This design comes from an exercise in tuning for small area, a short achievable clock period and few clock cycles per item on the open sky130 flow, not from production work.
The RTL was checked by simulation tests, not by an equivalence proof against the original design.
Power is estimated from default activity; no workload was simulated.

== run 1 ==
Design stripe_parity, start of the top module:
module stripe_parity (
    input  wire         clk,
    input  wire         rst,
    input  wire         in_valid,
    output wire         in_ready,
    input  wire [127:0] in_data,
    input  wire         in_last,
    output reg          out_valid,
    input  wire         out_ready,
    output wire [127:0] out_p0,
    output wire [127:0] out_p1,
    output wire [127:0] out_p2
);
    localparam NU = 58;
    localparam [NU-1:0] MU_0 = 58'h3813320604cc88f;
    localparam [31:0] NXT_0 = 32'hfe7ff54c;
    localparam [31:0] NXT_1 = 32'hfd15150f;
    localparam [31:0] NXT_2 = 32'h009d0eb3;
    localparam [31:0] NXT_3 = 32'hfc196bfc;
    localparam [31:0] NXT_4 = 32'h00b17edc;
    localparam [31:0] NXT_5 = 32'hfe07132d;
    localparam [31:0] NXT_6 = 32'h009ef88a;
    localparam [31:0] NXT_7 = 32'h0372a5f5;
    localparam [31:0] NXT_8 = 32'hfe67b0fa;
    localparam [31:0] NXT_9 = 32'h03efab46;
    localparam [31:0] NXT_10 = 32'hff6bce09;
    localparam [31:0] NXT_11 = 32'hfee10dc6;
    localparam [31:0] NXT_12 = 32'hfef94870;
    localparam [31:0] NXT_13 = 32'h037153cc;
    localparam [31:0] NXT_14 = 32'hfd75b6d8;
    localparam [31:0] NXT_15 = 32'h00e61eeb;
    localparam [31:0] NXT_16 = 32'h00fe5b5d;
    localparam [31:0] NXT_17 = 32'h002f8656;
    localparam [31:0] NXT_18 = 32'hfdc4c804;
    localparam [31:0] NXT_19 = 32'h00576037;
    localparam [31:0] NXT_20 = 32'h016cdd24;
    localparam [31:0] NXT_21 = 32'hff44485f;
    localparam [31:0] NXT_22 = 32'h02af060d;
    localparam [31:0] NXT_23 = 32'h03c02d10;
    localparam [31:0] NXT_24 = 32'h021d8ee8;
    localparam [31:0] NXT_25 = 32'hfc351b93;
  ...
Settings: LEC_CHECK=0, CAP_MARGIN=20, CORE_MARGIN=2, CORE_UTILIZATION=50, SLEW_MARGIN=20; clock period 4.0 ns.
standard.sh (not shown) runs the stock make flow with config.mk's settings and CLKGATE_MAP_FILE= SYNTH_SCRIPT=/design/flow/synth_recipe.tcl, a recipe that flattens the netlist after the stock synthesis.
==> flow/flow/run.sh <==
#!/bin/bash
# Standard layout, with plain buffers on the ports, a shallow clock tree of
# large leaf clusters and no dummy clock loads, and timing repair aimed below
# the clock period. make's output goes to standard.log; each ORFS step keeps
# its own log under orfs/logs/.
bash standard.sh \
    BUFFER_PORTS_ARGS="-buffer_cell sky130_fd_sc_hd__buf_2" \
    SETUP_SLACK_MARGIN=2.07 \
    CTS_ARGS="-sink_clustering_enable -repair_clock_nets -dont_use_dummy_load -buf_list sky130_fd_sc_hd__clkbuf_16 -sink_clustering_size 20 -sink_clustering_max_diameter 120" \
    finish > standard.log 2>&1
Run 1 reached the end of the flow, and the finished layout is clean on the timing, DRC and antenna checks.
Testbench counts of run 1, summed over its fixed seeds: cycles 25,705, items 25,697.
Edits applied to the flow inputs when going from run 1 to run 2:
- swapping 50 for 70 in CORE_UTILIZATION
diff --git a/flow/flow/run.sh b/flow/flow/run.sh
--- a/flow/flow/run.sh
+++ b/flow/flow/run.sh
@@ -8 +8 @@
-    SETUP_SLACK_MARGIN=2.07 \
+    SETUP_SLACK_MARGIN=2.0 \
- STATUS worst setup margin: run 2 loses against run 1
- [compare] base=run 1 new=run 2: number of gates resized after CTS down 753; fraction of area in clock buffers and inverters about even; routed wire length fell by 17000 um; worst hold slack picked up an extra 0.0035 ns; first-pass GRT wire length shrank by about 8%.
- The overall power consumption in run 2 was lower than what run 1 gave.
- Going from run 1 to run 2, the combinational group share of total power was found to have gone down by 2.8 points.
## Diff of input files: run 3 against run 2
- a change of CORE_UTILIZATION from 70 to 60
==> summary.txt <==
- Status: post-synthesis cell count parity (run 2, run 3)
- In the flow results for run 2 and run 3, the total of clock buffers placed in the layout is larger on run 3.
- Of run 2 and run 3, the lower power drawn by the sequential cells belongs to run 2.
- Final hold slack of run 2 is on par with run 3.
- In the tables for run 2 and run 3, proportion of power drawn by the clock network reads lower with run 2.
- Run 3 ended with less utilization than run 2.
- Summary of run 3 over run 2: number of instances in the placed design +108, multi-input gate area in the final layout now sits at about the same level.
- | cell area after layout | run 3 vs run 2 | 1.0% higher |
- Wire length of the first global-routing pass ended up about 4% higher on run 3 than on run 2.
The inputs of run 4 differ from those of run 3 as listed below.
- a change of CORE_UTILIZATION from 60 to 50
diff --git a/flow/flow/run.sh b/flow/flow/run.sh
--- a/flow/flow/run.sh
+++ b/flow/flow/run.sh
@@ -8 +8 @@
-    SETUP_SLACK_MARGIN=2.0 \
+    SETUP_SLACK_MARGIN=1.95 \
Results
- Sort run 4 and run 3 by worst path setup slack after routing desc -> top: run 3
- As of run 4, detailed placement HPWL had risen by a few percent compared to run 3.
- Launch point of the worst path = mu[16]: run 4; launch point of the worst path = out_valid: run 3
- The critical path endpoint comes out acc1[53] in one run and in_ready in the other, namely in run 4 and run 3 respectively.
- Routed wire length (run 4 vs. run 3) increases slightly
- Cmp run 4 vs run 3: height of the die higher in run 4
- Comparing run 4 and run 3, total die area is lower on run 3.
- The layout-stage area growth over the synthesis result of run 4 is lower than that of run 3.
- Changes observed in run 4 relative to run 3: clock-buffer cell count has decreased, top achievable clock speed has decreased.
> inputs changed (run 4 -> run 5)
diff --git a/flow/flow/run.sh b/flow/flow/run.sh
--- a/flow/flow/run.sh
+++ b/flow/flow/run.sh
@@ -8 +8 @@
-    SETUP_SLACK_MARGIN=1.95 \
+    SETUP_SLACK_MARGIN=2.0 \
Notes after the runs:
Of run 5 and run 4, run 5 shows the higher wire length on met3, with run 4 below it. Going from run 4 to run 5, combinational power grew by about 4%, shortest clock period the worst path allows after layout shrank by 0.061 ns. Sequential element share of the synthesized area: run 4 vs run 5 identical. Run 5 ended with more total length of routed wires than run 4. Diff run 5..run 4 | sequential cell count | negligible. Total power of run 5 is higher than that of run 4. The final layout from run 5, which completed every stage, passed the timing, DRC and antenna checks at the end of the flow. Comparing run 5 and run 4, the lower final worst-path cycle share is on run 5. Against run 4, run 5 comes in 2 lower on number of iterations in the first detailed-routing pass. Measured against each other, run 5 and run 4 differ in wire length of the first global-routing pass, the lower figure coming from run 4.

## separate check: timing with driven ports
The results above use ideal ports. As a check the final layouts listed here were re-extracted and re-timed, cells and wires unchanged. Step 1 (the two cells are an assumption about what drives the block):
set clk [get_ports {clk}]
set_driving_cell -lib_cell sky130_fd_sc_hd__clkbuf_16 $clk
set_driving_cell -lib_cell sky130_fd_sc_hd__buf_2 [delete_from_list [all_inputs] $clk]
Step 2, shift: input delay + t, output delay - t, t = (earliest + latest rising clock arrival at the registers) / 2. This alone moves slack from input paths to output paths. Slacks: ideal ports / drivers / drivers and shift; pairs: ideal ports / drivers.
run	shift t [ns]	slack for setup (ns)	worst hold slack (ns)	worst register clock-pin slew, ns	worst data-port slew with drivers (ns)
run 1	0.720	1.990 / 1.917 / 1.402	0.468 / 0.468 / 0.468	0.10 / 0.10	0.15
run 2	0.704	1.984 / 1.917 / 1.370	0.472 / 0.472 / 0.472	0.10 / 0.10	0.14
run 3	0.714	1.976 / 1.903 / 1.414	0.469 / 0.469 / 0.469	0.10 / 0.10	0.14
run 4	0.720	1.929 / 1.897 / 1.374	0.468 / 0.468 / 0.468	0.10 / 0.10	0.14
run 5	0.739	1.990 / 1.914 / 1.406	0.460 / 0.460 / 0.460	0.10 / 0.10	0.15
After both steps every run listed still meets setup and hold. The setup slack of run 2, which loses most, moves by -0.067 ns with the drivers and by -0.614 ns with both steps.
